Background: an optimization exercise with open tools, aiming at small area and a short achievable clock period. Do not read the settings as production practice. The RTL was checked by simulation tests, not by an equivalence proof against the original design.

[design/flow/design.v]
function automatic [6:0] gf_mul(input [6:0] a, input [6:0] b);
    reg [6:0] acc;
    reg [6:0] sh;
    integer i;
    begin
        acc = 7'd0;
        sh  = a;
        for (i = 0; i < 7; i = i + 1) begin
            if (b[i])
                acc = acc ^ sh;
            sh = {sh[5:0], 1'b0} ^ (sh[6] ? 7'b0001001 : 7'b0000000);
        end
        gf_mul = acc;
    end
endfunction
localparam [128*7-1:0] INV3 = {
    7'h0d, 7'h74, 7'h30, 7'h3c, 7'h68, 7'h1b, 7'h76, 7'h0f,
    7'h54, 7'h7e, 7'h4a, 7'h3f, 7'h06, 7'h29, 7'h43, 7'h23,
    7'h66, 7'h2a, 7'h14, 7'h09, 7'h3b, 7'h61, 7'h37, 7'h4d,
    7'h4e, 7'h6c, 7'h69, 7'h59, 7'h2b, 7'h5e, 7'h70, 7'h39,
    7'h34, 7'h6b, 7'h1d, 7'h45, 7'h71, 7'h25, 7'h5c, 7'h7d,
    7'h6a, 7'h22, 7'h27, 7'h19, 7'h46, 7'h4b, 7'h10, 7'h5f,
    7'h36, 7'h72, 7'h6d, 7'h32, 7'h0e, 7'h62, 7'h16, 7'h79,
    7'h6f, 7'h3d, 7'h49, 7'h08, 7'h1c, 7'h20, 7'h1a, 7'h5b,
    7'h1f, 7'h7b, 7'h51, 7'h78, 7'h4f, 7'h63, 7'h5a, 7'h0a,
    7'h42, 7'h48, 7'h3e, 7'h4c, 7'h56, 7'h65, 7'h5d, 7'h53,
    7'h6e, 7'h0c, 7'h3a, 7'h57, 7'h02, 7'h41, 7'h7c, 7'h55,
    7'h2f, 7'h0b, 7'h26, 7'h77, 7'h73, 7'h40, 7'h12, 7'h75,
    7'h67, 7'h7f, 7'h2e, 7'h50, 7'h64, 7'h44, 7'h1e, 7'h35,
    7'h60, 7'h15, 7'h2c, 7'h05, 7'h58, 7'h07, 7'h24, 7'h17,
    7'h47, 7'h2d, 7'h04, 7'h33, 7'h21, 7'h28, 7'h38, 7'h31,
    7'h7a, 7'h03, 7'h52, 7'h13, 7'h18, 7'h11, 7'h01, 7'h00
};
function automatic [6:0] gf_inv3(input [6:0] a);
    begin
        gf_inv3 = INV3[7*a +: 7];
    end
endfunction
localparam [127:0] VALID = 128'h341efc53e5ef0f6366edbbb9ab551f7e;
function automatic gf_valid(input [6:0] a);
    begin
        gf_valid = VALID[a];
    end
endfunction
function automatic [6:0] gf_halftrace(input [6:0] c);
    begin
        gf_halftrace[0] = 1'b0;
        gf_halftrace[1] = c[2] ^ c[3] ^ c[4] ^ c[6];
        gf_halftrace[2] = c[3] ^ c[4] ^ c[6];
        gf_halftrace[3] = c[5] ^ c[6];
        gf_halftrace[4] = c[1] ^ c[2] ^ c[4];
        gf_halftrace[5] = c[3] ^ c[5] ^ c[6];
        gf_halftrace[6] = c[3] ^ c[6];
    end
endfunction
function automatic gf_trace(input [6:0] c);
    begin
        gf_trace = c[0];
    end
endfunction
module dec79_enc (
    input  wire [63:0] data,
    output wire [78:0] word
);
    assign word[63:0] = data;
    wire x0, x1, x2, x3, x4, x5, x6, x7, x8, x9, x10, x11, x12, x13, x14, x15, x16, x17, x18, x19, x20, x21, x22, x23, x24, x25, x26, x27, x28, x29, x30, x31, x32, x33, x34, x35, x36, x37, x38, x39, x40, x41, x42, x43, x44, x45, x46, x47, x48, x49, x50, x51, x52, x53, x54, x55, x56, x57, x58, x59, x60, x61, x62, x63, x64, x65, x66, x67, x68, x69, x70, x71, x72, x73, x74, x75, x76, x77, x78, x79, x80, x81, x82, x83, x84, x85, x86, x87, x88, x89, x90, x91, x92, x93, x94, x95, x96, x97, x98, x99, x100, x101, x102, x103, x104, x105, x106, x107, x108, x109, x110, x111, x112, x113, x114, x115, x116, x117, x118, x119, x120, x121, x122, x123, x124, x125, x126, x127, x128, x129, x130, x131, x132, x133, x134, x135, x136, x137, x138, x139, x140, x141, x142, x143, x144, x145, x146, x147, x148, x149, x150, x151, x152, x153, x154, x155, x156, x157, x158, x159, x160, x161, x162, x163, x164, x165, x166, x167, x168, x169, x170, x171, x172, x173, x174, x175, x176, x177, x178, x179, x180, x181, x182, x183, x184, x185, x186, x187, x188, x189, x190, x191, x192, x193, x194, x195, x196, x197, x198, x199, x200, x201, x202, x203, x204, x205, x206, x207, x208, x209, x210, x211, x212, x213, x214, x215, x216, x217, x218, x219, x220, x221, x222, x223, x224, x225, x226, x227, x228, x229;
    assign x0 = data[3] ^ data[14];
    assign x1 = data[27] ^ data[43];
    assign x2 = data[0] ^ data[37];
    assign x3 = data[23] ^ data[24];
    assign x4 = data[25] ^ data[46];
    assign x5 = data[26] ^ data[32];
    assign x6 = data[31] ^ data[50];
    assign x7 = data[1] ^ data[38];
    assign x8 = data[4] ^ data[17];
    assign x9 = data[30] ^ data[44];
    assign x10 = data[5] ^ data[33];
    assign x11 = data[22] ^ data[61];
    assign x12 = data[2] ^ data[29];
    assign x13 = data[13] ^ data[59];
    assign x14 = data[7] ^ data[62];
    assign x15 = data[42] ^ data[47];
    assign x16 = data[58] ^ x1;
    assign x17 = data[56] ^ x0;
    assign x18 = data[60] ^ x10;
    assign x19 = data[63] ^ x7;
    assign x20 = data[12] ^ data[45];
    assign x21 = data[49] ^ data[57];
    assign x22 = data[10] ^ data[48];
    assign x23 = data[6] ^ data[28];
    assign x24 = data[18] ^ data[53];
    assign x25 = data[11] ^ data[55];
    assign x26 = x3 ^ x4;
    assign x27 = x5 ^ x8;
    assign x28 = data[39] ^ x11;
    assign x29 = data[9] ^ data[40];
    assign x30 = data[41] ^ data[54];
    assign x31 = x2 ^ x14;
    assign x32 = x20 ^ x22;
    assign x33 = x6 ^ x15;
    assign x34 = x9 ^ x24;
    assign x35 = x12 ^ x25;
    assign x36 = data[35] ^ x18;
    assign x37 = data[8] ^ data[29];
    assign x38 = data[36] ^ data[63];
    assign x39 = data[19] ^ data[21];
    assign x40 = data[16] ^ data[20];
    assign x41 = data[15] ^ x21;
    assign x42 = data[34] ^ x23;
    assign x43 = x17 ^ x26;
    assign x44 = data[2] ^ x33;
    assign x45 = data[40] ^ x16;
    assign x46 = data[62] ^ x35;
    assign x47 = x19 ^ x30;
    assign x48 = x13 ^ x28;
    assign x49 = x13 ^ x27;
    assign x50 = data[51] ^ data[52];
    assign x51 = data[28] ^ data[52];
    assign x52 = data[15] ^ data[19];
    assign x53 = data[45] ^ data[46];
    assign x54 = data[0] ^ data[43];
    assign x55 = data[11] ^ data[61];
    assign x56 = data[12] ^ data[41];
    assign x57 = data[31] ^ data[51];
    assign x58 = data[9] ^ data[57];
    assign x59 = data[23] ^ data[54];
    assign x60 = data[13] ^ data[14];
    assign x61 = data[47] ^ x6;
    assign x62 = x15 ^ x60;
    assign x63 = data[4] ^ x29;
    assign x64 = data[37] ^ x40;
    assign x65 = data[6] ^ x55;
    assign x66 = data[5] ^ x38;
    assign x67 = x14 ^ x57;
    assign x68 = data[22] ^ x3;
    assign x69 = data[55] ^ x9;
    assign x70 = data[48] ^ x1;
    assign x71 = x37 ^ x51;
    assign x72 = data[20] ^ x0;
    assign x73 = x2 ^ x53;
    assign x74 = x31 ^ x39;
    assign x75 = x56 ^ x64;
    assign x76 = data[10] ^ x26;
    assign x77 = x34 ^ x63;
    assign x78 = x31 ^ x61;
    assign x79 = x12 ^ x32;
    assign x80 = x17 ^ x66;
    assign x81 = x42 ^ x58;
    assign x82 = data[33] ^ x19;
    assign x83 = data[18] ^ x16;
    assign x84 = x28 ^ x69;
    assign x85 = data[49] ^ x27;
    assign x86 = data[34] ^ x32;
    assign x87 = x4 ^ x49;
    assign x88 = x43 ^ x44;
    assign x89 = data[1] ^ x36;
    assign x90 = x46 ^ x68;
    assign x91 = data[36] ^ x47;
    assign x92 = data[8] ^ x36;
    assign x93 = data[17] ^ x48;
    assign x94 = data[30] ^ x45;
    assign x95 = data[14] ^ data[50];
    assign x96 = data[51] ^ x10;
    assign x97 = x37 ^ x52;
    assign x98 = x95 ^ x34;
    assign x99 = x70 ^ x73;
    assign x100 = x96 ^ x97;
    assign x101 = x81 ^ x98;
    assign x102 = x99 ^ x100;
    assign x103 = x93 ^ x101;
    assign x104 = x102 ^ x103;
    assign x105 = data[52] ^ data[53];
    assign x106 = x7 ^ x21;
    assign x107 = x22 ^ x40;
    assign x108 = x59 ^ x105;
    assign x109 = x106 ^ x107;
    assign x110 = x108 ^ x45;
    assign x111 = x78 ^ x109;
    assign x112 = x92 ^ x93;
    assign x113 = x110 ^ x111;
    assign x114 = x112 ^ x113;
    assign x115 = data[13] ^ data[32];
    assign x116 = x39 ^ x115;
    assign x117 = x18 ^ x41;
    assign x118 = x73 ^ x116;
    assign x119 = x117 ^ x118;
    assign x120 = x90 ^ x91;
    assign x121 = x94 ^ x119;
    assign x122 = x120 ^ x121;
    assign x123 = data[58] ^ data[59];
    assign x124 = x123 ^ x42;
    assign x125 = x75 ^ x82;
    assign x126 = x84 ^ x124;
    assign x127 = x88 ^ x125;
    assign x128 = x126 ^ x127;
    assign x129 = data[27] ^ data[38];
    assign x130 = x5 ^ x11;
    assign x131 = x23 ^ x129;
    assign x132 = x130 ^ x131;
    assign x133 = x74 ^ x77;
    assign x134 = x132 ^ x88;
    assign x135 = x92 ^ x133;
    assign x136 = x134 ^ x135;
    assign x137 = x34 ^ x72;
    assign x138 = x49 ^ x76;
    assign x139 = x78 ^ x137;
    assign x140 = x91 ^ x138;
    assign x141 = x139 ^ x140;
    assign x142 = data[21] ^ data[24];
    assign x143 = data[53] ^ data[54];
    assign x144 = data[60] ^ x9;
    assign x145 = x11 ^ x54;
    assign x146 = x142 ^ x143;
    assign x147 = x19 ^ x33;
    assign x148 = x35 ^ x144;
    assign x149 = x145 ^ x146;
    assign x150 = x81 ^ x147;
    assign x151 = x148 ^ x149;
    assign x152 = x87 ^ x150;
    assign x153 = x151 ^ x152;
    assign x154 = data[25] ^ data[47];
    assign x155 = x5 ^ x59;
    assign x156 = x154 ^ x17;
    assign x157 = x67 ^ x155;
    assign x158 = x79 ^ x83;
    assign x159 = x84 ^ x156;
    assign x160 = x157 ^ x89;
    assign x161 = x158 ^ x159;
    assign x162 = x160 ^ x161;
    assign x163 = data[39] ^ data[43];
    assign x164 = x2 ^ x6;
    assign x165 = x24 ^ x29;
    assign x166 = x50 ^ x163;
    assign x167 = x164 ^ x165;
    assign x168 = x166 ^ x80;
    assign x169 = x85 ^ x167;
    assign x170 = x90 ^ x168;
    assign x171 = x169 ^ x170;
    assign x172 = data[32] ^ x8;
    assign x173 = x29 ^ x54;
    assign x174 = x71 ^ x172;
    assign x175 = x173 ^ x43;
    assign x176 = x47 ^ x48;
    assign x177 = x86 ^ x174;
    assign x178 = x175 ^ x176;
    assign x179 = x177 ^ x178;
    assign x180 = data[26] ^ data[39];
    assign x181 = data[41] ^ x180;
    assign x182 = x41 ^ x62;
    assign x183 = x181 ^ x46;
    assign x184 = x76 ^ x77;
    assign x185 = x182 ^ x89;
    assign x186 = x183 ^ x184;
    assign x187 = x185 ^ x186;
    assign x188 = data[16] ^ data[24];
    assign x189 = data[25] ^ data[26];
    assign x190 = x30 ^ x52;
    assign x191 = x188 ^ x189;
    assign x192 = x65 ^ x190;
    assign x193 = x191 ^ x44;
    assign x194 = x80 ^ x86;
    assign x195 = x192 ^ x94;
    assign x196 = x193 ^ x194;
    assign x197 = x195 ^ x196;
    assign x198 = data[3] ^ data[35];
    assign x199 = data[42] ^ data[44];
    assign x200 = x23 ^ x25;
    assign x201 = x198 ^ x199;
    assign x202 = x41 ^ x67;
    assign x203 = x70 ^ x200;
    assign x204 = x201 ^ x75;
    assign x205 = x202 ^ x203;
    assign x206 = x87 ^ x204;
    assign x207 = x205 ^ x206;
    assign x208 = data[7] ^ data[16];
    assign x209 = data[21] ^ data[38];
    assign x210 = data[44] ^ data[50];
    assign x211 = data[56] ^ x20;
    assign x212 = x38 ^ x208;
    assign x213 = x209 ^ x210;
    assign x214 = x18 ^ x62;
    assign x215 = x71 ^ x211;
    assign x216 = x212 ^ x213;
    assign x217 = x83 ^ x85;
    assign x218 = x214 ^ x215;
    assign x219 = x216 ^ x217;
    assign x220 = x218 ^ x219;
    assign x221 = data[9] ^ x8;
    assign x222 = x21 ^ x50;
    assign x223 = x16 ^ x65;
    assign x224 = x72 ^ x221;
    assign x225 = x222 ^ x74;
    assign x226 = x79 ^ x82;
    assign x227 = x223 ^ x224;
    assign x228 = x225 ^ x226;
    assign x229 = x227 ^ x228;
    assign word[64] = x104;
    assign word[65] = x114;
    assign word[66] = x122;
    assign word[67] = x128;
    assign word[68] = x136;
    assign word[69] = x141;
    assign word[70] = x153;
    assign word[71] = x162;
    assign word[72] = x171;
    assign word[73] = x179;
    assign word[74] = x187;
    assign word[75] = x197;
    assign word[76] = x207;
    assign word[77] = x220;
    assign word[78] = x229;
endmodule
module dec79_syn (
    input  wire [78:0] word,
    output wire [6:0]  s1,
    output wire [6:0]  s3,
    output wire        par
);
    wire y0, y1, y2, y3, y4, y5, y6, y7, y8, y9, y10, y11, y12, y13, y14, y15, y16, y17, y18, y19, y20, y21, y22, y23, y24, y25, y26, y27, y28, y29, y30, y31, y32, y33, y34, y35, y36, y37, y38, y39, y40, y41, y42, y43, y44, y45, y46, y47, y48, y49, y50, y51, y52, y53, y54, y55, y56, y57, y58, y59, y60, y61, y62, y63, y64, y65, y66, y67, y68, y69, y70, y71, y72, y73, y74, y75, y76, y77, y78, y79, y80, y81, y82, y83, y84, y85, y86, y87, y88, y89, y90, y91, y92, y93, y94, y95, y96, y97, y98, y99, y100, y101, y102, y103, y104, y105, y106, y107, y108, y109, y110, y111, y112, y113, y114, y115, y116, y117, y118, y119, y120, y121, y122, y123, y124, y125, y126, y127, y128, y129, y130, y131, y132, y133, y134, y135, y136, y137, y138, y139, y140, y141, y142, y143, y144, y145, y146, y147, y148, y149, y150, y151, y152, y153, y154, y155, y156, y157, y158, y159, y160, y161, y162, y163, y164, y165, y166, y167, y168, y169, y170, y171, y172, y173, y174, y175, y176, y177, y178, y179, y180, y181, y182, y183, y184, y185, y186, y187, y188, y189, y190, y191, y192, y193, y194, y195, y196, y197, y198, y199, y200, y201, y202, y203, y204, y205, y206, y207, y208, y209, y210, y211, y212, y213, y214, y215, y216, y217, y218, y219, y220, y221, y222, y223, y224, y225, y226, y227, y228, y229, y230, y231, y232, y233, y234, y235, y236, y237, y238, y239, y240, y241, y242, y243, y244, y245, y246, y247, y248, y249, y250, y251, y252, y253, y254, y255, y256, y257, y258, y259, y260, y261, y262, y263, y264, y265, y266, y267, y268, y269;
    assign y0 = word[58] ^ word[61];
    assign y1 = word[10] ^ word[37];
    assign y2 = word[11] ^ word[62];
    assign y3 = word[44] ^ y0;
    assign y4 = word[36] ^ word[41];
    assign y5 = word[46] ^ word[60];
    assign y6 = word[45] ^ word[59];
    assign y7 = word[16] ^ word[23];
    assign y8 = word[13] ^ word[42];
    assign y9 = word[9] ^ word[43];
    assign y10 = word[5] ^ word[57];
    assign y11 = word[3] ^ word[19];
    assign y12 = word[38] ^ y1;
    assign y13 = word[24] ^ word[71];
    assign y14 = word[12] ^ word[26];
    assign y15 = word[35] ^ word[53];
    assign y16 = word[25] ^ word[72];
    assign y17 = word[47] ^ word[73];
    assign y18 = word[7] ^ word[55];
    assign y19 = word[6] ^ word[54];
    assign y20 = y2 ^ y6;
    assign y21 = word[15] ^ word[22];
    assign y22 = word[14] ^ word[63];
    assign y23 = word[34] ^ word[52];
    assign y24 = word[39] ^ word[77];
    assign y25 = word[2] ^ word[18];
    assign y26 = y5 ^ y22;
    assign y27 = word[1] ^ y4;
    assign y28 = word[48] ^ y17;
    assign y29 = y7 ^ y15;
    assign y30 = word[40] ^ y10;
    assign y31 = word[32] ^ y8;
    assign y32 = word[56] ^ y12;
    assign y33 = word[31] ^ y3;
    assign y34 = word[20] ^ word[33];
    assign y35 = word[27] ^ word[75];
    assign y36 = word[0] ^ word[17];
    assign y37 = word[4] ^ word[74];
    assign y38 = word[28] ^ y13;
    assign y39 = word[21] ^ y16;
    assign y40 = y14 ^ y21;
    assign y41 = word[30] ^ y9;
    assign y42 = y11 ^ y18;
    assign y43 = word[8] ^ word[76];
    assign y44 = word[29] ^ y23;
    assign y45 = word[69] ^ y36;
    assign y46 = word[68] ^ y19;
    assign y47 = y34 ^ y37;
    assign y48 = y26 ^ y35;
    assign y49 = word[51] ^ y29;
    assign y50 = y30 ^ y31;
    assign y51 = y25 ^ y28;
    assign y52 = y27 ^ y42;
    assign y53 = word[70] ^ y40;
    assign y54 = y32 ^ y33;
    assign y55 = word[49] ^ word[67];
    assign y56 = y38 ^ y55;
    assign y57 = y20 ^ y47;
    assign y58 = word[50] ^ y41;
    assign y59 = y24 ^ y44;
    assign y60 = y49 ^ y51;
    assign y61 = y45 ^ y52;
    assign y62 = y39 ^ y50;
    assign y63 = word[61] ^ word[66];
    assign y64 = word[42] ^ word[49];
    assign y65 = word[51] ^ word[59];
    assign y66 = word[24] ^ word[47];
    assign y67 = word[8] ^ word[10];
    assign y68 = word[4] ^ word[77];
    assign y69 = word[25] ^ word[34];
    assign y70 = word[28] ^ word[33];
    assign y71 = word[15] ^ word[29];
    assign y72 = word[9] ^ word[23];
    assign y73 = y10 ^ y14;
    assign y74 = y19 ^ y64;
    assign y75 = word[63] ^ y24;
    assign y76 = word[65] ^ y43;
    assign y77 = word[32] ^ y13;
    assign y78 = y5 ^ y68;
    assign y79 = word[17] ^ y9;
    assign y80 = word[12] ^ y66;
    assign y81 = word[36] ^ y2;
    assign y82 = word[52] ^ y11;
    assign y83 = word[27] ^ y8;
    assign y84 = y26 ^ y70;
    assign y85 = y20 ^ y75;
    assign y86 = y3 ^ y23;
    assign y87 = y18 ^ y41;
    assign y88 = word[76] ^ y30;
    assign y89 = y12 ^ y58;
    assign y90 = y53 ^ y57;
    assign y91 = y56 ^ y73;
    assign y92 = y48 ^ y59;
    assign y93 = y33 ^ y67;
    assign y94 = y32 ^ y43;
    assign y95 = y46 ^ y54;
    assign y96 = y60 ^ y62;
    assign y97 = y61 ^ y95;
    assign y98 = word[8] ^ word[37];
    assign y99 = word[48] ^ word[61];
    assign y100 = word[64] ^ y36;
    assign y101 = y98 ^ y99;
    assign y102 = y20 ^ y27;
    assign y103 = y29 ^ y38;
    assign y104 = y100 ^ y101;
    assign y105 = y48 ^ y50;
    assign y106 = y87 ^ y102;
    assign y107 = y103 ^ y104;
    assign y108 = y105 ^ y106;
    assign y109 = y107 ^ y108;
    assign y110 = word[62] ^ y16;
    assign y111 = y25 ^ y71;
    assign y112 = y27 ^ y74;
    assign y113 = y76 ^ y79;
    assign y114 = y80 ^ y110;
    assign y115 = y111 ^ y84;
    assign y116 = y112 ^ y113;
    assign y117 = y114 ^ y54;
    assign y118 = y115 ^ y116;
    assign y119 = y117 ^ y118;
    assign y120 = word[16] ^ word[26];
    assign y121 = word[44] ^ word[57];
    assign y122 = y63 ^ y69;
    assign y123 = y71 ^ y120;
    assign y124 = y121 ^ y31;
    assign y125 = y42 ^ y122;
    assign y126 = y123 ^ y51;
    assign y127 = y85 ^ y124;
    assign y128 = y125 ^ y89;
    assign y129 = y126 ^ y127;
    assign y130 = y128 ^ y129;
    assign y131 = word[39] ^ word[53];
    assign y132 = word[75] ^ y65;
    assign y133 = y72 ^ y131;
    assign y134 = y31 ^ y47;
    assign y135 = y132 ^ y133;
    assign y136 = y52 ^ y134;
    assign y137 = y135 ^ y54;
    assign y138 = y91 ^ y136;
    assign y139 = y137 ^ y138;
    assign y140 = word[2] ^ word[4];
    assign y141 = word[14] ^ word[24];
    assign y142 = word[39] ^ word[43];
    assign y143 = word[50] ^ word[58];
    assign y144 = word[60] ^ y34;
    assign y145 = y35 ^ y140;
    assign y146 = y141 ^ y142;
    assign y147 = y143 ^ y20;
    assign y148 = y44 ^ y46;
    assign y149 = y144 ^ y145;
    assign y150 = y146 ^ y147;
    assign y151 = y148 ^ y149;
    assign y152 = y62 ^ y94;
    assign y153 = y150 ^ y151;
    assign y154 = y152 ^ y153;
    assign y155 = word[3] ^ word[6];
    assign y156 = word[11] ^ word[21];
    assign y157 = word[38] ^ word[41];
    assign y158 = word[69] ^ word[73];
    assign y159 = y15 ^ y24;
    assign y160 = y65 ^ y69;
    assign y161 = y155 ^ y156;
    assign y162 = y157 ^ y158;
    assign y163 = y3 ^ y40;
    assign y164 = y159 ^ y160;
    assign y165 = y161 ^ y162;
    assign y166 = y84 ^ y87;
    assign y167 = y88 ^ y163;
    assign y168 = y164 ^ y165;
    assign y169 = y166 ^ y167;
    assign y170 = y168 ^ y169;
    assign y171 = word[0] ^ word[7];
    assign y172 = word[35] ^ word[40];
    assign y173 = word[47] ^ word[56];
    assign y174 = word[60] ^ word[62];
    assign y175 = y4 ^ y6;
    assign y176 = y7 ^ y19;
    assign y177 = y37 ^ y171;
    assign y178 = y172 ^ y173;
    assign y179 = y174 ^ y83;
    assign y180 = y175 ^ y176;
    assign y181 = y177 ^ y178;
    assign y182 = y53 ^ y59;
    assign y183 = y179 ^ y180;
    assign y184 = y181 ^ y93;
    assign y185 = y182 ^ y183;
    assign y186 = y184 ^ y185;
    assign y187 = word[5] ^ word[14];
    assign y188 = word[22] ^ word[26];
    assign y189 = word[53] ^ word[64];
    assign y190 = y0 ^ y4;
    assign y191 = y9 ^ y187;
    assign y192 = y188 ^ y189;
    assign y193 = y28 ^ y45;
    assign y194 = y74 ^ y77;
    assign y195 = y82 ^ y190;
    assign y196 = y191 ^ y192;
    assign y197 = y57 ^ y193;
    assign y198 = y194 ^ y195;
    assign y199 = y196 ^ y197;
    assign y200 = y198 ^ y199;
    assign y201 = word[5] ^ word[20];
    assign y202 = word[72] ^ y201;
    assign y203 = y80 ^ y202;
    assign y204 = y49 ^ y85;
    assign y205 = y203 ^ y204;
    assign y206 = y205 ^ y97;
    assign y207 = word[2] ^ word[13];
    assign y208 = word[20] ^ word[38];
    assign y209 = word[54] ^ word[74];
    assign y210 = y7 ^ y11;
    assign y211 = y207 ^ y208;
    assign y212 = y209 ^ y28;
    assign y213 = y39 ^ y79;
    assign y214 = y81 ^ y210;
    assign y215 = y211 ^ y212;
    assign y216 = y213 ^ y214;
    assign y217 = y91 ^ y92;
    assign y218 = y215 ^ y216;
    assign y219 = y217 ^ y218;
    assign y220 = word[11] ^ word[18];
    assign y221 = word[45] ^ word[50];
    assign y222 = word[65] ^ y1;
    assign y223 = y17 ^ y72;
    assign y224 = y220 ^ y221;
    assign y225 = y39 ^ y77;
    assign y226 = y222 ^ y223;
    assign y227 = y224 ^ y48;
    assign y228 = y53 ^ y86;
    assign y229 = y225 ^ y226;
    assign y230 = y61 ^ y227;
    assign y231 = y228 ^ y229;
    assign y232 = y230 ^ y231;
    assign y233 = word[41] ^ word[68];
    assign y234 = word[70] ^ y233;
    assign y235 = y78 ^ y82;
    assign y236 = y234 ^ y235;
    assign y237 = y93 ^ y236;
    assign y238 = y96 ^ y237;
    assign y239 = word[0] ^ word[19];
    assign y240 = word[55] ^ word[67];
    assign y241 = word[71] ^ y21;
    assign y242 = y25 ^ y239;
    assign y243 = y240 ^ y29;
    assign y244 = y46 ^ y78;
    assign y245 = y81 ^ y241;
    assign y246 = y242 ^ y86;
    assign y247 = y88 ^ y243;
    assign y248 = y244 ^ y245;
    assign y249 = y89 ^ y246;
    assign y250 = y247 ^ y248;
    assign y251 = y249 ^ y250;
    assign y252 = word[1] ^ word[19];
    assign y253 = word[46] ^ y16;
    assign y254 = y63 ^ y252;
    assign y255 = y38 ^ y83;
    assign y256 = y253 ^ y254;
    assign y257 = y255 ^ y256;
    assign y258 = y60 ^ y90;
    assign y259 = y94 ^ y257;
    assign y260 = y258 ^ y259;
    assign y261 = word[64] ^ word[66];
    assign y262 = word[78] ^ y261;
    assign y263 = y76 ^ y262;
    assign y264 = y56 ^ y58;
    assign y265 = y263 ^ y90;
    assign y266 = y92 ^ y264;
    assign y267 = y96 ^ y265;
    assign y268 = y266 ^ y97;
    assign y269 = y267 ^ y268;
    assign s1[0] = y109;
    assign s1[1] = y119;
    assign s1[2] = y130;
    assign s1[3] = y139;
    assign s1[4] = y154;
    assign s1[5] = y170;
    assign s1[6] = y186;
    assign s3[0] = y200;
    assign s3[1] = y206;
    assign s3[2] = y219;
    assign s3[3] = y232;
    assign s3[4] = y238;
    assign s3[5] = y251;
    assign s3[6] = y260;
    assign par = y269;
endmodule
module dec79_loc (
    input  wire [6:0] s1,
    input  wire [6:0] cp,          
    input  wire       par,
    input  wire       s1z,         
    input  wire       s3z,         
    output wire [6:0] x1,
    output wire [6:0] x2,
    output wire       ps,          
    output wire       pd,          
    output wire       z            
);
function automatic [6:0] gf_mul(input [6:0] a, input [6:0] b);
    reg [6:0] acc;
    reg [6:0] sh;
    integer i;
    begin
        acc = 7'd0;
        sh  = a;
        for (i = 0; i < 7; i = i + 1) begin
            if (b[i])
                acc = acc ^ sh;
            sh = {sh[5:0], 1'b0} ^ (sh[6] ? 7'b0001001 : 7'b0000000);
        end
        gf_mul = acc;
    end
endfunction
localparam [128*7-1:0] INV3 = {
    7'h0d, 7'h74, 7'h30, 7'h3c, 7'h68, 7'h1b, 7'h76, 7'h0f,
    7'h54, 7'h7e, 7'h4a, 7'h3f, 7'h06, 7'h29, 7'h43, 7'h23,
    7'h66, 7'h2a, 7'h14, 7'h09, 7'h3b, 7'h61, 7'h37, 7'h4d,
    7'h4e, 7'h6c, 7'h69, 7'h59, 7'h2b, 7'h5e, 7'h70, 7'h39,
    7'h34, 7'h6b, 7'h1d, 7'h45, 7'h71, 7'h25, 7'h5c, 7'h7d,
    7'h6a, 7'h22, 7'h27, 7'h19, 7'h46, 7'h4b, 7'h10, 7'h5f,
    7'h36, 7'h72, 7'h6d, 7'h32, 7'h0e, 7'h62, 7'h16, 7'h79,
    7'h6f, 7'h3d, 7'h49, 7'h08, 7'h1c, 7'h20, 7'h1a, 7'h5b,
    7'h1f, 7'h7b, 7'h51, 7'h78, 7'h4f, 7'h63, 7'h5a, 7'h0a,
    7'h42, 7'h48, 7'h3e, 7'h4c, 7'h56, 7'h65, 7'h5d, 7'h53,
    7'h6e, 7'h0c, 7'h3a, 7'h57, 7'h02, 7'h41, 7'h7c, 7'h55,
    7'h2f, 7'h0b, 7'h26, 7'h77, 7'h73, 7'h40, 7'h12, 7'h75,
    7'h67, 7'h7f, 7'h2e, 7'h50, 7'h64, 7'h44, 7'h1e, 7'h35,
    7'h60, 7'h15, 7'h2c, 7'h05, 7'h58, 7'h07, 7'h24, 7'h17,
    7'h47, 7'h2d, 7'h04, 7'h33, 7'h21, 7'h28, 7'h38, 7'h31,
    7'h7a, 7'h03, 7'h52, 7'h13, 7'h18, 7'h11, 7'h01, 7'h00
};
function automatic [6:0] gf_inv3(input [6:0] a);
    begin
        gf_inv3 = INV3[7*a +: 7];
    end
endfunction
localparam [127:0] VALID = 128'h341efc53e5ef0f6366edbbb9ab551f7e;
function automatic gf_valid(input [6:0] a);
    begin
        gf_valid = VALID[a];
    end
endfunction
function automatic [6:0] gf_halftrace(input [6:0] c);
    begin
        gf_halftrace[0] = 1'b0;
        gf_halftrace[1] = c[2] ^ c[3] ^ c[4] ^ c[6];
        gf_halftrace[2] = c[3] ^ c[4] ^ c[6];
        gf_halftrace[3] = c[5] ^ c[6];
        gf_halftrace[4] = c[1] ^ c[2] ^ c[4];
        gf_halftrace[5] = c[3] ^ c[5] ^ c[6];
        gf_halftrace[6] = c[3] ^ c[6];
    end
endfunction
function automatic gf_trace(input [6:0] c);
    begin
        gf_trace = c[0];
    end
endfunction
    wire [6:0] c      = cp ^ 7'd1;
    wire       single = (cp == 7'd1);
    wire       troot  = ~gf_trace(c);
    wire [6:0] y0     = gf_halftrace(c);
    assign x1  = gf_mul(s1, y0);
    assign x2  = x1 ^ s1;
    assign ps  = ~s1z & single;
    assign pd  = ~s1z & ~single & troot & ~par;
    assign z   = s1z & s3z;
endmodule
module dec79_flg (
    input  wire [6:0] x1,
    input  wire [6:0] x2,
    input  wire       ps,
    input  wire       pd,
    input  wire       z,
    input  wire       par,
    output wire       e1,          
    output wire       e2,          
    output wire       f78,         
    output wire [1:0] nfix,
    output wire       uncorr
);
function automatic [6:0] gf_mul(input [6:0] a, input [6:0] b);
    reg [6:0] acc;
    reg [6:0] sh;
    integer i;
    begin
        acc = 7'd0;
        sh  = a;
        for (i = 0; i < 7; i = i + 1) begin
            if (b[i])
                acc = acc ^ sh;
            sh = {sh[5:0], 1'b0} ^ (sh[6] ? 7'b0001001 : 7'b0000000);
        end
        gf_mul = acc;
    end
endfunction
localparam [128*7-1:0] INV3 = {
    7'h0d, 7'h74, 7'h30, 7'h3c, 7'h68, 7'h1b, 7'h76, 7'h0f,
    7'h54, 7'h7e, 7'h4a, 7'h3f, 7'h06, 7'h29, 7'h43, 7'h23,
    7'h66, 7'h2a, 7'h14, 7'h09, 7'h3b, 7'h61, 7'h37, 7'h4d,
    7'h4e, 7'h6c, 7'h69, 7'h59, 7'h2b, 7'h5e, 7'h70, 7'h39,
    7'h34, 7'h6b, 7'h1d, 7'h45, 7'h71, 7'h25, 7'h5c, 7'h7d,
    7'h6a, 7'h22, 7'h27, 7'h19, 7'h46, 7'h4b, 7'h10, 7'h5f,
    7'h36, 7'h72, 7'h6d, 7'h32, 7'h0e, 7'h62, 7'h16, 7'h79,
    7'h6f, 7'h3d, 7'h49, 7'h08, 7'h1c, 7'h20, 7'h1a, 7'h5b,
    7'h1f, 7'h7b, 7'h51, 7'h78, 7'h4f, 7'h63, 7'h5a, 7'h0a,
    7'h42, 7'h48, 7'h3e, 7'h4c, 7'h56, 7'h65, 7'h5d, 7'h53,
    7'h6e, 7'h0c, 7'h3a, 7'h57, 7'h02, 7'h41, 7'h7c, 7'h55,
    7'h2f, 7'h0b, 7'h26, 7'h77, 7'h73, 7'h40, 7'h12, 7'h75,
    7'h67, 7'h7f, 7'h2e, 7'h50, 7'h64, 7'h44, 7'h1e, 7'h35,
    7'h60, 7'h15, 7'h2c, 7'h05, 7'h58, 7'h07, 7'h24, 7'h17,
    7'h47, 7'h2d, 7'h04, 7'h33, 7'h21, 7'h28, 7'h38, 7'h31,
    7'h7a, 7'h03, 7'h52, 7'h13, 7'h18, 7'h11, 7'h01, 7'h00
};
function automatic [6:0] gf_inv3(input [6:0] a);
    begin
        gf_inv3 = INV3[7*a +: 7];
    end
endfunction
localparam [127:0] VALID = 128'h341efc53e5ef0f6366edbbb9ab551f7e;
function automatic gf_valid(input [6:0] a);
    begin
        gf_valid = VALID[a];
    end
endfunction
function automatic [6:0] gf_halftrace(input [6:0] c);
    begin
        gf_halftrace[0] = 1'b0;
        gf_halftrace[1] = c[2] ^ c[3] ^ c[4] ^ c[6];
        gf_halftrace[2] = c[3] ^ c[4] ^ c[6];
        gf_halftrace[3] = c[5] ^ c[6];
        gf_halftrace[4] = c[1] ^ c[2] ^ c[4];
        gf_halftrace[5] = c[3] ^ c[5] ^ c[6];
        gf_halftrace[6] = c[3] ^ c[6];
    end
endfunction
function automatic gf_trace(input [6:0] c);
    begin
        gf_trace = c[0];
    end
endfunction
    wire v1 = gf_valid(x1);
    wire v2 = gf_valid(x2);
    wire es = ps & v2;
    wire ed = pd & v1 & v2;
    wire p78 = z & par;            
    assign e1     = pd & v2;
    assign e2     = ps | (pd & v1);
    assign f78    = p78 | (es & ~par);
    assign nfix   = {ed | (es & ~par), p78 | (es & par)};
    assign uncorr = ~z & ~(es | ed);
endmodule
module dec79_cor (
    input  wire [77:0] word_in,
    input  wire [6:0]  x1,
    input  wire [6:0]  x2,
    input  wire        e1,
    input  wire        e2,
    output wire [77:0] word_out
);
    reg [7:0]  a1, a2;
    reg [15:0] b1, b2;
    integer i;
    always @(*) begin
        for (i = 0; i < 8; i = i + 1) begin
            a1[i] = e1 & (x1[2:0] == i);
            a2[i] = e2 & (x2[2:0] == i);
        end
        for (i = 0; i < 16; i = i + 1) begin
            b1[i] = (x1[6:3] == i);
            b2[i] = (x2[6:3] == i);
        end
    end
    wire [77:0] flip;
    assign flip[0] = (a1[1] & b1[8]) | (a2[1] & b2[8]);
    assign flip[1] = (a1[3] & b1[1]) | (a2[3] & b2[1]);
    assign flip[2] = (a1[6] & b1[2]) | (a2[6] & b2[2]);
    assign flip[3] = (a1[4] & b1[5]) | (a2[4] & b2[5]);
    assign flip[4] = (a1[0] & b1[11]) | (a2[0] & b2[11]);
    assign flip[5] = (a1[1] & b1[7]) | (a2[1] & b2[7]);
    assign flip[6] = (a1[2] & b1[14]) | (a2[2] & b2[14]);
    assign flip[7] = (a1[5] & b1[13]) | (a2[5] & b2[13]);
    assign flip[8] = (a1[3] & b1[10]) | (a2[3] & b2[10]);
    assign flip[9] = (a1[7] & b1[5]) | (a2[7] & b2[5]);
    assign flip[10] = (a1[6] & b1[11]) | (a2[6] & b2[11]);
    assign flip[11] = (a1[5] & b1[6]) | (a2[5] & b2[6]);
    assign flip[12] = (a1[2] & b1[13]) | (a2[2] & b2[13]);
    assign flip[13] = (a1[5] & b1[11]) | (a2[5] & b2[11]);
    assign flip[14] = (a1[3] & b1[6]) | (a2[3] & b2[6]);
    assign flip[15] = (a1[6] & b1[12]) | (a2[6] & b2[12]);
    assign flip[16] = (a1[5] & b1[8]) | (a2[5] & b2[8]);
    assign flip[17] = (a1[3] & b1[0]) | (a2[3] & b2[0]);
    assign flip[18] = (a1[6] & b1[0]) | (a2[6] & b2[0]);
    assign flip[19] = (a1[4] & b1[1]) | (a2[4] & b2[1]);
    assign flip[20] = (a1[0] & b1[3]) | (a2[0] & b2[3]);
    assign flip[21] = (a1[0] & b1[6]) | (a2[0] & b2[6]);
    assign flip[22] = (a1[0] & b1[12]) | (a2[0] & b2[12]);
    assign flip[23] = (a1[1] & b1[9]) | (a2[1] & b2[9]);
    assign flip[24] = (a1[3] & b1[3]) | (a2[3] & b2[3]);
    assign flip[25] = (a1[6] & b1[6]) | (a2[6] & b2[6]);
    assign flip[26] = (a1[4] & b1[13]) | (a2[4] & b2[13]);
    assign flip[27] = (a1[1] & b1[10]) | (a2[1] & b2[10]);
    assign flip[28] = (a1[3] & b1[5]) | (a2[3] & b2[5]);
    assign flip[29] = (a1[6] & b1[10]) | (a2[6] & b2[10]);
    assign flip[30] = (a1[5] & b1[4]) | (a2[5] & b2[4]);
    assign flip[31] = (a1[2] & b1[9]) | (a2[2] & b2[9]);
    assign flip[32] = (a1[5] & b1[3]) | (a2[5] & b2[3]);
    assign flip[33] = (a1[2] & b1[7]) | (a2[2] & b2[7]);
    assign flip[34] = (a1[4] & b1[14]) | (a2[4] & b2[14]);
    assign flip[35] = (a1[1] & b1[12]) | (a2[1] & b2[12]);
    assign flip[36] = (a1[3] & b1[9]) | (a2[3] & b2[9]);
    assign flip[37] = (a1[7] & b1[3]) | (a2[7] & b2[3]);
    assign flip[38] = (a1[6] & b1[7]) | (a2[6] & b2[7]);
    assign flip[39] = (a1[4] & b1[15]) | (a2[4] & b2[15]);
    assign flip[40] = (a1[1] & b1[14]) | (a2[1] & b2[14]);
    assign flip[41] = (a1[3] & b1[13]) | (a2[3] & b2[13]);
    assign flip[42] = (a1[7] & b1[11]) | (a2[7] & b2[11]);
    assign flip[43] = (a1[7] & b1[6]) | (a2[7] & b2[6]);
    assign flip[44] = (a1[6] & b1[13]) | (a2[6] & b2[13]);
    assign flip[45] = (a1[5] & b1[10]) | (a2[5] & b2[10]);
    assign flip[46] = (a1[3] & b1[4]) | (a2[3] & b2[4]);
    assign flip[47] = (a1[6] & b1[8]) | (a2[6] & b2[8]);
    assign flip[48] = (a1[5] & b1[0]) | (a2[5] & b2[0]);
    assign flip[49] = (a1[2] & b1[1]) | (a2[2] & b2[1]);
    assign flip[50] = (a1[4] & b1[2]) | (a2[4] & b2[2]);
    assign flip[51] = (a1[0] & b1[5]) | (a2[0] & b2[5]);
    assign flip[52] = (a1[0] & b1[10]) | (a2[0] & b2[10]);
    assign flip[53] = (a1[1] & b1[5]) | (a2[1] & b2[5]);
    assign flip[54] = (a1[2] & b1[10]) | (a2[2] & b2[10]);
    assign flip[55] = (a1[5] & b1[5]) | (a2[5] & b2[5]);
    assign flip[56] = (a1[2] & b1[11]) | (a2[2] & b2[11]);
    assign flip[57] = (a1[5] & b1[7]) | (a2[5] & b2[7]);
    assign flip[58] = (a1[2] & b1[15]) | (a2[2] & b2[15]);
    assign flip[59] = (a1[5] & b1[15]) | (a2[5] & b2[15]);
    assign flip[60] = (a1[3] & b1[14]) | (a2[3] & b2[14]);
    assign flip[61] = (a1[7] & b1[13]) | (a2[7] & b2[13]);
    assign flip[62] = (a1[7] & b1[10]) | (a2[7] & b2[10]);
    assign flip[63] = (a1[7] & b1[4]) | (a2[7] & b2[4]);
    assign flip[64] = (a1[1] & b1[0]) | (a2[1] & b2[0]);
    assign flip[65] = (a1[2] & b1[0]) | (a2[2] & b2[0]);
    assign flip[66] = (a1[4] & b1[0]) | (a2[4] & b2[0]);
    assign flip[67] = (a1[0] & b1[1]) | (a2[0] & b2[1]);
    assign flip[68] = (a1[0] & b1[2]) | (a2[0] & b2[2]);
    assign flip[69] = (a1[0] & b1[4]) | (a2[0] & b2[4]);
    assign flip[70] = (a1[0] & b1[8]) | (a2[0] & b2[8]);
    assign flip[71] = (a1[1] & b1[1]) | (a2[1] & b2[1]);
    assign flip[72] = (a1[2] & b1[2]) | (a2[2] & b2[2]);
    assign flip[73] = (a1[4] & b1[4]) | (a2[4] & b2[4]);
    assign flip[74] = (a1[0] & b1[9]) | (a2[0] & b2[9]);
    assign flip[75] = (a1[1] & b1[3]) | (a2[1] & b2[3]);
    assign flip[76] = (a1[2] & b1[6]) | (a2[2] & b2[6]);
    assign flip[77] = (a1[4] & b1[12]) | (a2[4] & b2[12]);
    assign word_out = word_in ^ flip;
endmodule
module dec79_codec (
    input  wire        clk,
    input  wire        rst,             
    input  wire        enc_in_valid,
    input  wire [63:0] enc_in_data,
    output wire        enc_out_valid,
    output wire [78:0] enc_out_word,
    input  wire        dec_in_valid,
    input  wire [78:0] dec_in_word,
    output wire        dec_out_valid,
    output wire [78:0] dec_out_word,
    output wire [1:0]  dec_out_nfix,
    output wire        dec_out_uncorr
);
function automatic [6:0] gf_mul(input [6:0] a, input [6:0] b);
    reg [6:0] acc;
    reg [6:0] sh;
    integer i;
    begin
        acc = 7'd0;
        sh  = a;
        for (i = 0; i < 7; i = i + 1) begin
            if (b[i])
                acc = acc ^ sh;
            sh = {sh[5:0], 1'b0} ^ (sh[6] ? 7'b0001001 : 7'b0000000);
        end
        gf_mul = acc;
    end
endfunction
localparam [128*7-1:0] INV3 = {
    7'h0d, 7'h74, 7'h30, 7'h3c, 7'h68, 7'h1b, 7'h76, 7'h0f,
    7'h54, 7'h7e, 7'h4a, 7'h3f, 7'h06, 7'h29, 7'h43, 7'h23,
    7'h66, 7'h2a, 7'h14, 7'h09, 7'h3b, 7'h61, 7'h37, 7'h4d,
    7'h4e, 7'h6c, 7'h69, 7'h59, 7'h2b, 7'h5e, 7'h70, 7'h39,
    7'h34, 7'h6b, 7'h1d, 7'h45, 7'h71, 7'h25, 7'h5c, 7'h7d,
    7'h6a, 7'h22, 7'h27, 7'h19, 7'h46, 7'h4b, 7'h10, 7'h5f,
    7'h36, 7'h72, 7'h6d, 7'h32, 7'h0e, 7'h62, 7'h16, 7'h79,
    7'h6f, 7'h3d, 7'h49, 7'h08, 7'h1c, 7'h20, 7'h1a, 7'h5b,
    7'h1f, 7'h7b, 7'h51, 7'h78, 7'h4f, 7'h63, 7'h5a, 7'h0a,
    7'h42, 7'h48, 7'h3e, 7'h4c, 7'h56, 7'h65, 7'h5d, 7'h53,
    7'h6e, 7'h0c, 7'h3a, 7'h57, 7'h02, 7'h41, 7'h7c, 7'h55,
    7'h2f, 7'h0b, 7'h26, 7'h77, 7'h73, 7'h40, 7'h12, 7'h75,
    7'h67, 7'h7f, 7'h2e, 7'h50, 7'h64, 7'h44, 7'h1e, 7'h35,
    7'h60, 7'h15, 7'h2c, 7'h05, 7'h58, 7'h07, 7'h24, 7'h17,
    7'h47, 7'h2d, 7'h04, 7'h33, 7'h21, 7'h28, 7'h38, 7'h31,
    7'h7a, 7'h03, 7'h52, 7'h13, 7'h18, 7'h11, 7'h01, 7'h00
};
function automatic [6:0] gf_inv3(input [6:0] a);
    begin
        gf_inv3 = INV3[7*a +: 7];
    end
endfunction
localparam [127:0] VALID = 128'h341efc53e5ef0f6366edbbb9ab551f7e;
function automatic gf_valid(input [6:0] a);
    begin
        gf_valid = VALID[a];
    end
endfunction
function automatic [6:0] gf_halftrace(input [6:0] c);
    begin
        gf_halftrace[0] = 1'b0;
        gf_halftrace[1] = c[2] ^ c[3] ^ c[4] ^ c[6];
        gf_halftrace[2] = c[3] ^ c[4] ^ c[6];
        gf_halftrace[3] = c[5] ^ c[6];
        gf_halftrace[4] = c[1] ^ c[2] ^ c[4];
        gf_halftrace[5] = c[3] ^ c[5] ^ c[6];
        gf_halftrace[6] = c[3] ^ c[6];
    end
endfunction
function automatic gf_trace(input [6:0] c);
    begin
        gf_trace = c[0];
    end
endfunction
    reg [1:0] enc_v;
    reg [2:0] dec_v;
    always @(posedge clk) begin
        if (rst) begin
            enc_v <= 2'd0;
            dec_v <= 3'd0;
        end else begin
            enc_v <= {enc_v, enc_in_valid};
            dec_v <= {dec_v, dec_in_valid};
        end
    end
    assign enc_out_valid = enc_v[1];
    assign dec_out_valid = dec_v[2];
    reg [63:0] enc_d_r0;
    always @(posedge clk) enc_d_r0 <= enc_in_data;
    wire [78:0] enc_word;
    dec79_enc u_enc (.data(enc_d_r0), .word(enc_word));
    reg [78:0] enc_w_r;
    always @(posedge clk) enc_w_r <= enc_word;
    assign enc_out_word = enc_w_r;
    reg  [78:0] word_r0;
    always @(posedge clk) begin
        word_r0 <= dec_in_word;
    end
    wire [6:0] s1, s3;
    wire       par;
    dec79_syn u_syn (.word(word_r0), .s1(s1), .s3(s3), .par(par));
    wire [6:0] q = gf_inv3(s1);
    wire [6:0] cp  = gf_mul(s3, q);
    wire       s1z = (s1 == 7'd0);
    wire       s3z = (s3 == 7'd0);
    reg  [78:0] word_r1;
    reg  [6:0] s1_r1;
    reg        par_r1;
    reg  [6:0] cp_r1;
    reg        s1z_r1;
    reg        s3z_r1;
    always @(posedge clk) begin
        word_r1 <= word_r0;
        s1_r1 <= s1;
        par_r1 <= par;
        cp_r1 <= cp;
        s1z_r1 <= s1z;
        s3z_r1 <= s3z;
    end
    wire [6:0] x1, x2;
    wire       ps, pd, z;
    dec79_loc u_loc (.s1(s1_r1), .cp(cp_r1), .par(par_r1),
                     .s1z(s1z_r1), .s3z(s3z_r1), .x1(x1), .x2(x2),
                     .ps(ps), .pd(pd), .z(z));
    wire       e1, e2, f78, uncorr;
    wire [1:0] nfix;
    dec79_flg u_flg (.x1(x1), .x2(x2), .ps(ps), .pd(pd),
                     .z(z), .par(par_r1), .e1(e1), .e2(e2), .f78(f78),
                     .nfix(nfix), .uncorr(uncorr));
    wire [78:0] wflg = {word_r1[78] ^ f78, word_r1[77:0]};
    wire [77:0] wcor;
    dec79_cor u_cor (.word_in(wflg[77:0]), .x1(x1), .x2(x2),
                     .e1(e1), .e2(e2), .word_out(wcor));
    wire [78:0] wout = {wflg[78], wcor};
    reg  [78:0] wout_r2;
    reg  [1:0] nfix_r2;
    reg        uncorr_r2;
    always @(posedge clk) begin
        wout_r2 <= wout;
        nfix_r2 <= nfix;
        uncorr_r2 <= uncorr;
    end
    assign dec_out_word   = wout_r2;
    assign dec_out_nfix   = nfix_r2;
    assign dec_out_uncorr = uncorr_r2;
endmodule
[design/flow/flow/run.sh]
#!/bin/bash
MARGIN=16.5
W=$PWD
{
  echo "proc abc {args} { set i [lsearch -exact \$args -script]; if {\$i >= 0} { lset args [expr {\$i + 1}] $W/flow/abc.script }; yosys abc {*}\$args }"
  cat synth_recipe.tcl
} > own_synth.tcl
export BUFFER_PORTS_ARGS="-buffer_cell sky130_fd_sc_hd__buf_1"
sed -e "s/SETUP_SLACK_MARGIN=[-0-9.]*/SETUP_SLACK_MARGIN=$MARGIN/" \
    -e "s#SYNTH_SCRIPT=[^ ]*#SYNTH_SCRIPT=$W/own_synth.tcl#" standard.sh > own_standard.sh
bash own_standard.sh > standard.log 2>&1
[design/flow/flow/abc.script]
strash
dch
map -a
mfs
map -a
topo
[design/flow/standard.sh]
#!/bin/bash
# synth_recipe.tcl (not shown) runs the flow's synth.tcl, then flattens the netlist and writes it again
# the make line also repeats each setting of config.mk as NAME=value (left out here)
make -C /OpenROAD-flow-scripts/flow DESIGN_CONFIG=/design/flow/config.mk WORK_HOME=/design/flow/orfs CLKGATE_MAP_FILE= SYNTH_SCRIPT=/design/flow/synth_recipe.tcl "${@:-finish}"
[design/flow/config.mk]
export PLATFORM = sky130hd
export DESIGN_NAME = dec79_codec
export DESIGN_NICKNAME = dec79_codec
export VERILOG_FILES = /design/flow/design.v
export SDC_FILE = /design/flow/constraint.sdc
export NUM_CORES = 4
export LEC_CHECK = 0
export CAP_MARGIN = 20
export CORE_MARGIN = 2
export CORE_UTILIZATION = 70
export CTS_CLUSTER_DIAMETER = 120
export CTS_CLUSTER_SIZE = 24
export PLACE_DENSITY = 0.8
export SETUP_SLACK_MARGIN = 0.4
export SLEW_MARGIN = 20
[design/flow/constraint.sdc]
create_clock -name core_clock -period 22.0 [get_ports {clk}]
set_input_delay 4.4000 -clock core_clock [delete_from_list [all_inputs] [get_ports {clk}]]
set_output_delay 4.4000 -clock core_clock [all_outputs]
set_load 0.01 [all_outputs]
==> flow_summary.toml, run 1 <==
[status]
status = "finished clean"

[sta]
slew_headroom = 0.360
finalHoldViolCount = 0
finalCriticalPeriod_ns = 5.60
drv_slew = 0
fin_setup_tns_ns = 0
period_share = 0.255
clock.fmax_mhz = 178
finalSetupViolations = 0
rsz0062_at_grt = "false"
skew_ns = 0.0211
tightest_slew_ns = 0.953

[setup_path]
cp.required_ns = 22.39
max_stage_delay_ns = 0.49
critPathMaxFanout = 10
reg2reg_to = "wout_r2[71]"
path_class = "flop to flop"
endpoint_kind = "flop"
path_cells = "clkinv_1, ha_1, xnor2_2, nand2_1, xor2_1, xnor2_1, xnor2_2, xor2_2, clkinv_1, ha_1, nor2_1, clkinv_1, a211oi_1, o21ai_0, o21a_1, o21ai_0, and3_2, and2_2, nand3_2, o22ai_1, xor2_1"
cp-start-kind = "flop"
critPathLaunch = "cp_r1[2]"
cp_common_cell = "clkinv_1"
slowest_stage = "o22ai_1"
cp_data_arrival_time_ns = 5.99
r2r-start = "cp_r1[2]"
endpoint = "wout_r2[71]"
rrSetupSlack_ns = 16.40
r2r_cells = 21

[logic_synthesis]
async_reset_ff_frac = 0
syn-cell-area_sq_mm = 0.0175
syn_inst = 1788
ys_seq_area_frac = 0.464
synth_fp_nets = 1959
synth_cell_types = 34
synth_edf_count = 0
synth_flop_cell = "dfxtp_1"
yosys_warnings = 4
ys_seq_elements = 405
syn-mean-instance-area_sq_um = 9.77

[cts]
clock_path_buffers = 3
postCtsHoldBufs = 0
htree_levels = 1
cts_buffers = 20
cts_tree = "yes"
clk_latency_ns = 0.54
clkTransAtPathRegs_ns = 0.09
cts_sinks = 405
cts_root_buf = "clkbuf_16"

[finish]
fin_area_sq_mm = 0.0202
final_common_cell = "dfxtp_1"
layout_common_cells = "dfxtp_1 (393), xor2_1 (372), buf_1 (297)"
post-route-util = 0.827
syn_to_final_growth_pct = 15.4
drive_above_1_share = 0.0684
nets = 2305

[floorplanning]
die_area_sq_mm = 0.0262
ios = 310
fp.coreArea_sq_mm = 0.0244
start_util = 0.716
die_x_um = 162
fp.dieH_um = 162
row_count = 57

[placed_design]
dp_hpwl_mm = 43.8
gp_congestion = 1.05
placed_area_sq_mm = 0.0191
portBuffers = 309

[drt]
via_count = 15041
drtIter0Drc = 1851
vias_per_cell = 6.11
totalWireLength_mm = 60.8
drcViolationCount = 0
dr.pass1.iters = 8
routedWlPerCell_um = 24.7
drtAntennaViolNets = 0

[global_routing]
grt_antenna_before_repair = 4
grt_pass1_vias = 15000
grt_max_degree = 38
track_usage = 0.429
grt_pass1_wl_mm = 85.9
grt_overflow = 0

[hold_path]
hold_path.class = "flop to flop"

[job]
maxCapViolCount = 0
metal layers:
layer | wire (um) | global-route usage
met5 | 13 | 0
met2 | 28600 | 0.745
met3 | 6390 | 0.0907
met4 | 5820 | 0.288
met1 | 20000 | 0.473
state kept, by name, summed over array words and instances, names as in the netlist:
signal / count
cp_r1: 7
dec_v: 3
enc_d_r0: 64
enc_v: 2
enc_w_r: 79
nfix_r2: 2
par_r1: 1
s1_r1: 7
s1z_r1: 1
s3z_r1: 1
uncorr_r2: 1
word_r0: 79
word_r1: 79
wout_r2: 79
layout make-up:
type                    count  area [sq um]
fillers                  1395          4230
diodes                      4          10.0
clock buffers              21           526
multi-input cells        1276          9390
repair buffers            324          1290
inverters                 107           415
clock inverters             1          5.00
flip-flops and latches    405          8130
well taps                 324           405
repair_timing:
action / in CTS / in global routing
pin swaps: 0 / 5
gates cloned: 0 / 0
buffers inserted: 0 / 9
setup endpoints to repair: 77 / 91
gates resized for setup: 22 / 79
cells in the mapped netlist, types with 2 or more instances:
| cell type | n | share of area |
|---|---|---|
| a311oi_1 | 2 | 0.0010 |
| nor2_1 | 143 | 0.031 |
| and2_2 | 5 | 0.0021 |
| nand3_1 | 28 | 0.0080 |
| o311ai_0 | 3 | 0.0015 |
| o21ai_0 | 52 | 0.015 |
| a21oi_1 | 46 | 0.013 |
| and3_2 | 2 | 0.00086 |
| a211oi_1 | 6 | 0.0026 |
| o211ai_1 | 9 | 0.0039 |
| o22ai_1 | 80 | 0.029 |
| a31oi_1 | 9 | 0.0032 |
| o31ai_1 | 2 | 0.00086 |
| o21a_1 | 3 | 0.0013 |
| a211o_2 | 2 | 0.0011 |
| a32oi_1 | 2 | 0.0010 |
| nand2_1 | 163 | 0.035 |
| or2_2 | 8 | 0.0029 |
| o221ai_1 | 3 | 0.0015 |
| nor3_1 | 7 | 0.0020 |
| ha_1 | 24 | 0.017 |
| xnor2_1 | 269 | 0.13 |
| dfxtp_1 | 405 | 0.46 |
| a221oi_1 | 3 | 0.0015 |
| xor2_1 | 394 | 0.20 |
| clkinv_1 | 107 | 0.023 |
| nand4_1 | 4 | 0.0014 |
logic make-up after synthesis:
kind of cell	after synthesis	share of synthesized area
xor gates and xnor gates	663	0.333
DFF	405	0.464
and+or+nand+nor	364	0.0850
AOI/OAI and AO/OA	225	0.0780
buffers and inverters	107	0.0230
adders and majority gates	24	0.0172
stage by stage:
stage / setup slack, ns / hold slack (ns) / cells
4_1_cts: 16.43 / 0.380 / 2449
5_1_grt: 16.17 / 0.381 / 2458
2_1_floorplan: 16.92 / 0.338 / 1788
3_5_place_dp: 16.22 / 0.365 / 2427
6_report: 16.40 / 0.372 / 2462
3_3_place_gp: 16.27 / 0.349 / 2427
how the worst min path moves through the flow:
stage | slack (ns) | to | cells after the start | startpoint
final | 0.37 | enc_w_r[34] | 0 | enc_d_r0[34]
after global routing | 0.38 | enc_w_r[34] | 0 | enc_d_r0[34]
after CTS | 0.38 | enc_w_r[34] | 0 | enc_d_r0[34]
after detailed placement | 0.37 | enc_w_r[34] | 0 | enc_d_r0[34]
after global placement | 0.35 | enc_w_r[34] | 0 | enc_d_r0[34]
after floorplan | 0.34 | enc_w_r[34] | 0 | enc_d_r0[34]
worst max-delay path, delay by kind of cell (launching register included):
family	cells	cell delay, ns
flip-flops	1	0.40
adder cells (fa/ha/maj)	2	0.61
AND/OR/NAND/NOR	5	1.04
AO/OA/AOI/OAI	5	1.17
XOR/XNOR	6	1.81
buffers and inverters	3	0.42
==> inputs of run 2 (changes only) <==
--- a/design/flow/flow/run.sh
+++ b/design/flow/flow/run.sh
@@ -7,3 +7,4 @@
 } > own_synth.tcl
-export BUFFER_PORTS_ARGS="-buffer_cell sky130_fd_sc_hd__buf_1"
+export BUFFER_PORTS_ARGS="-inputs -buffer_cell sky130_fd_sc_hd__buf_1"
+export PRE_GLOBAL_PLACE_TCL=$W/flow/outbuf.tcl
 sed -e "s/SETUP_SLACK_MARGIN=[-0-9.]*/SETUP_SLACK_MARGIN=$MARGIN/" \
==> design/flow/flow/outbuf.tcl (new file) <==
# Output ports get buf_2 port buffers (the input ports get buf_1 from
# buffer_ports -inputs in global_place.tcl).
buffer_ports -outputs -buffer_cell sky130_fd_sc_hd__buf_2
--- a/design/flow/config.mk
+++ b/design/flow/config.mk
@@ -9,6 +9,6 @@
 export CORE_MARGIN = 2
-export CORE_UTILIZATION = 70
+export CORE_UTILIZATION = 60
 export CTS_CLUSTER_DIAMETER = 120
 export CTS_CLUSTER_SIZE = 24
-export PLACE_DENSITY = 0.8
+export PLACE_DENSITY = 0.75
 export SETUP_SLACK_MARGIN = 0.4
==> flow_summary.toml, run 2 <==
[status]
status = "finished clean"

[setup_path]
cp_data_arrival_time_ns = 1.01
critPathMaxFanout = 1
path_class = "flop to output port"
endpoint_kind = "output port"
cp-start-kind = "flop"
cp.required_ns = 17.60

[drt]
drtAntennaViolNets = 0
routedWlPerCell_um = 22.4
via_count = 13157
totalWireLength_mm = 52.7
drcViolationCount = 0
dr.pass1.iters = 5
vias_per_cell = 5.60
drtIter0Drc = 1303

[finish]
regArea_sq_mm = 0.00811
final_common_cell = "dfxtp_1"
nets = 2135
syn_to_final_growth_pct = 10.8
multi_input_area_sq_mm = 0.00921
layout_common_cells = "dfxtp_1 (405), xor2_1 (383), xnor2_1 (264)"
nFillCells = 2296
drive_above_1_share = 0.0509

[cts]
clkTransAtPathRegs_ns = 0.10
clk_latency_ns = 0.54
cts_root_buf = "clkbuf_16"
postCtsHoldBufs = 0
clock_path_buffers = 3
cts_buffers = 20
cts_sinks = 405
cts_tree = "yes"
htree_levels = 1

[logic_synthesis]
synthTopCellsByArea = "dfxtp_1 (46%), xor2_1 (20%), xnor2_1 (13%)"
ys_seq_area_frac = 0.464
post-synth-top-count-cell = "dfxtp_1"
syn-mean-instance-area_sq_um = 9.77
synth_edf_count = 0
synth_commonest_cells = "dfxtp_1 (405), xor2_1 (394), xnor2_1 (269), nand2_1 (163), nor2_1 (143)"
syn-cell-area_sq_mm = 0.0175
yosys.area.top_type = "dfxtp_1"
ys_seq_elements = 405
synth_flop_cell = "dfxtp_1"
synth_fp_nets = 1959
syn_inst = 1788
async_reset_ff_frac = 0
synth_top_area_frac = 0.464
synth_cell_types = 34
yosys_warnings = 4

[global_routing]
grt_pass1_vias = 13031
grt_max_degree = 38
grt_pass1_wl_mm = 77.7
grt_overflow = 0
track_usage = 0.333
grt_antenna_before_repair = 3

[hold_path]
hold_path.class = "flop to flop"

[sta]
tightest_slew_ns = 1.06
clock.fmax_mhz = 185
period_share = 0.246
finalHoldViolCount = 0
fin_setup_tns_ns = 0
hold_ws_ns = 0.369
finalSetupViolations = 0
slew_headroom = 0.287
finalCriticalPeriod_ns = 5.41
fin_ws_ns = 16.59
skew_ns = 0.0229
drv_slew = 0
rsz0062_at_grt = "true"

[placed_design]
dp_worst_setup_slack_ns = 15.82
portBuffers = 309
gp_congestion = 0.980
dp_hpwl_mm = 41.8

[floorplanning]
die_x_um = 175
die_area_sq_mm = 0.0305
ios = 310
fp.dieH_um = 175
fp.coreArea_sq_mm = 0.0287
start_util = 0.608
row_count = 62

[job]
maxCapViolCount = 0
[run 2: cell type report]
class | count | area share
Antenna cell | 1 | 0.000129
Inverter | 107 | 0.0214
Clock inverter | 1 | 0.000259
Clock buffer | 21 | 0.0272
Timing Repair Buffer | 154 | 0.0314
Multi-Input combinational cell | 1276 | 0.476
Tap cell | 384 | 0.0248
Sequential cell | 405 | 0.419
[run 2: final timing paths]
path,cells past startpoint,end,from,slack (ns)
hold reg to reg,0,word_r1[78],word_r0[78],0.37
hold / removal,0,word_r1[78],word_r0[78],0.37
setup / recovery,0,dec_out_word[76],wout_r2[76],16.59
setup reg to reg,22,wout_r2[42],cp_r1[2],16.69
[run 2: stage by stage]
stage	area [sq um]	cells	utilization
final	19300	2349	0.674
after global routing	19300	2348	0.674
after CTS	19100	2345	0.666
after floorplan	17500	1788	-
after global placement	18500	2323	0.646
after detailed placement	18500	2323	0.646
[run 2: cells by family after synthesis]
| kind of cell | Yosys count | synth area share |
|---|---|---|
| flip-flops | 405 | 0.464 |
| AO/OA/AOI/OAI | 225 | 0.0780 |
| adder cells (fa/ha/maj) | 24 | 0.0172 |
| AND/OR/NAND/NOR | 364 | 0.0850 |
| buffers and inverters | 107 | 0.0230 |
| XOR/XNOR | 663 | 0.333 |
[run 2: routing by layer]
metal	part of all wire	routed length, um	vias up	global-route usage
li1	-	-	6098	-
met1	0.38	20300	6174	0.399
met2	0.49	25800	714	0.589
met3	0.081	4260	167	0.0642
met4	0.044	2310	4	0.130
met5	0.00051	27	-	0
[run 2: repair_timing]
item	in CTS	in global routing
gates resized for setup	11	44
endpoints found under the setup margin	67	85
gates cloned	0	0
setup buffers	0	3
pin swaps	0	3

## re-timing with driven ports
How much do the figures lean on ideal ports? The routed layouts below were timed once more, with nothing changed but the port constraints.
Step 1: set_driving_cell puts a clkbuf_16 on clk and a buf_2 on each other input, an assumption about the parent block.
Step 2 also shifts input and output timing later by t, the mid clock arrival at the registers, as if the neighbouring blocks saw the same clock.
Three values: ideal ports, drivers, drivers and shift; two values: the first two.
run	t, ns	slack for setup (ns)	worst register clock-pin slew, ns
run 1	0.585	16.396 / 16.396 / 16.396	0.10 / 0.10
run 2	0.585	16.588 / 16.532 / 16.693	0.10 / 0.10
After both steps every run listed still meets setup and hold.
